What follows belongs to an exercise in optimizing a design on an open flow for small area and a short achievable clock period; a production flow would make more cautious choices.
Where RTL was checked, it was by simulation tests only, not by an equivalence proof against the original.

job 9701:
Design ocosh_mdu, start of the top module:
module ocosh_mdu (
    input  wire        clk,
    input  wire        rst,
    input  wire        start,
    input  wire [4:0]  op,
    input  wire [31:0] a,
    input  wire [31:0] b,
    input  wire        ct,
    output wire        ready,
    output reg         done,
    output wire [31:0] result,
    output wire        dv,
    output wire        sat
);
    reg  [4:0]  cnt;     
    reg  [3:0]  sm1;     
    reg  [5:0]  la;      
    reg  [5:0]  lb;      
    reg         ca;      
    reg         cb;      
    reg         sact;    
    reg         nrm;     
    reg         o_mul;   
    reg         o_q;     
    reg         o_lo;    
    reg  [32:0] ra;      
    reg  [31:0] rb;      
    reg  [31:0] ph;      
    reg  [31:0] pl;      
    reg         bn;      
    reg         neg;     
    reg         rup;     
    reg         satr;    
    reg         dvf;     
    reg         dquo;    
    reg         ssgn;    
    reg         ssth;    
    assign ready = (cnt == 5'd0);
    wire accept = start & ready;
    genvar gi;
    wire i_div  = op[3];
  ...
Settings: LEC_CHECK=0, ABC_AREA=1, CAP_MARGIN=20, CORE_MARGIN=2, CORE_UTILIZATION=32, PLACE_DENSITY=0.44, SLEW_MARGIN=20; clock period 11.0 ns.
standard.sh (not shown) runs the stock make flow with config.mk's settings and CLKGATE_MAP_FILE= SYNTH_SCRIPT=/design/flow/synth_recipe.tcl, a recipe that flattens the netlist after the stock synthesis.
==> flow/flow/run.sh <==
#!/bin/bash
# Standard layout (the standard.sh, unchanged synthesis), with the port
# buffers made from sky130_fd_sc_hd__buf_4 instead of the cell buffer_ports
# picks by itself.
set -euo pipefail
export BUFFER_PORTS_ARGS="-buffer_cell sky130_fd_sc_hd__buf_4"
bash standard.sh > standard.log 2>&1
### job 9701 -> job 9957
- changing PLACE_DENSITY from 0.44 to 0.48
## What came out
The higher worst hold slack across all endpoints of job 9701 and job 9957 is in job 9957.
Between job 9957 and job 9701, the fraction of area in registers figures differ only marginally.
The highest metal layer with signal wires comes out met4 in one run and met5 in the other, namely in job 9701 and job 9957 respectively.
In the tables for job 9701 and job 9957, overall fraction of global-route tracks in use reads higher with job 9701.
Looking at final worst-path setup slack across both flows, job 9957 is the stronger of the two, with job 9701 trailing.
The final area on job 9957 is in line with that on job 9701.
The following lists how job 9302 was set up differently from job 9957:
- CORE_UTILIZATION: 32 -> 36
- PLACE_DENSITY: 0.48 -> 0.52
==> comparison <==
Diff job 9957 -> job 9302 | HPWL after detailed placement | decrease of 2.1%
Worst path buffer plus inverter count is higher on job 9957
Against job 9957, job 9302 reports a setup slack that is lower.
Job 9302 ends up with lower count of clock-buffer cells in the layout than job 9957 does.
Maximum clock rate (job 9302 vs. job 9957) decreases by a few percent
Utilization job 9957 -> job 9302: up
Input-level comparison between job 3297 and job 9302:
- swapping 0.52 for 0.38 in PLACE_DENSITY
- swapping 36 for 25 in CORE_UTILIZATION
Findings:
- Job 3297 completed; timing, DRC and antenna clean
- Per the comparison of job 3297 with job 9302, maximum fanout along the worst path moved up; worst setup margin shrank by 0.020 ns; number of nets in the layout ~0 delta; post-route minimum period increased by 0.020 ns relative to the old numbers.

* * *

Setup of before:
ocosh_mdu, a different RTL version from the one above (not shown whole).
For scale: about 4400 cells after synthesis, ~150 flip-flops, ~0.030 sq mm of cells after synthesis.
clock: 11.0 ns
lec_check: 0
abc_area: 1
cap_margin: 20
core_margin: 2
core_utilization: 40
slew_margin: 20
==> flow/flow/run.sh <==
#!/bin/bash
# Standard layout, with the port buffers made from sky130_fd_sc_hd__buf_2
# instead of the cell buffer_ports picks by itself.
set -euo pipefail
export BUFFER_PORTS_ARGS="-buffer_cell sky130_fd_sc_hd__buf_2"
bash standard.sh > standard.log 2>&1
Relative to before, the following input files were edited for after:
==> flow/run.sh (new file) <==
#!/bin/bash
# synth_recipe.tcl (not shown) runs the flow's synth.tcl, then flattens the netlist and writes it again
# the make line also repeats each setting of config.mk as NAME=value (left out here)
make -C /OpenROAD-flow-scripts/flow DESIGN_CONFIG=/design/flow/config.mk WORK_HOME=/design/flow/orfs CLKGATE_MAP_FILE= SYNTH_SCRIPT=/design/flow/synth_recipe.tcl finish
removed: flow/flow/run.sh
removed: flow/standard.sh
Results
after completed every stage of the flow, and the final layout passed the timing, design-rule and antenna checks. Compare before and after | share of cell area taken by multi-input logic gates higher: before. For number of cells after detailed placement, after and before come out practically identical. For the non-clock buffer count, after came in about 6% higher than before did. Of before and after, the lower measured slew at the worst slew-check pin belongs to before. The detailed-routed wire length on met3 of after is lower than that of before. In the metrics for before and after, the one carrying the higher utilization is after. Taking before as the reference, in after final design instance area without fill climbed 610 sq um, count of clock-buffer cells in the layout climbed 2. The part of the cycle the worst path needs number comes out higher for before vs after. When the final numbers for before and after were put side by side, the post-synthesis to final-layout area growth turned out to be smaller in before.
Function was not checked in any run of this note: the RTL went through the layout flow alone.

[afterwards: timing with drivers on the ports]
The results above use ideal ports. As a check the final layouts listed here were re-extracted and re-timed, cells and wires unchanged.
Step 1 (the two cells are an assumption about what drives the block):
set clk [get_ports {clk}]
set_driving_cell -lib_cell sky130_fd_sc_hd__clkbuf_16 $clk
set_driving_cell -lib_cell sky130_fd_sc_hd__buf_2 [delete_from_list [all_inputs] $clk]
Step 2 also shifts input and output timing later by t, the mid clock arrival at the registers, as if the neighbouring blocks saw the same clock.
a / b / c = ideal ports / drivers / drivers and shift; a / b = the first two.
run	t, ns	setup WS [ns]	clock arrival spread, ns
job 9701	0.594	3.453 / 3.453 / 3.207	0.018 / 0.018
job 9957	0.588	3.912 / 3.912 / 3.413	0.016 / 0.016
job 9302	0.588	3.493 / 3.493 / 3.334	0.022 / 0.022
job 3297	0.631	3.473 / 3.473 / 3.177	0.027 / 0.027
before	0.557	1.862 / 1.869 / 1.312	0.028 / 0.028
after	0.561	1.880 / 1.920 / 1.359	0.020 / 0.020
After both steps setup and hold are still met in every run listed. For before, which loses most, drivers alone change the setup slack by +0.007 ns; drivers and shift together by -0.550 ns.
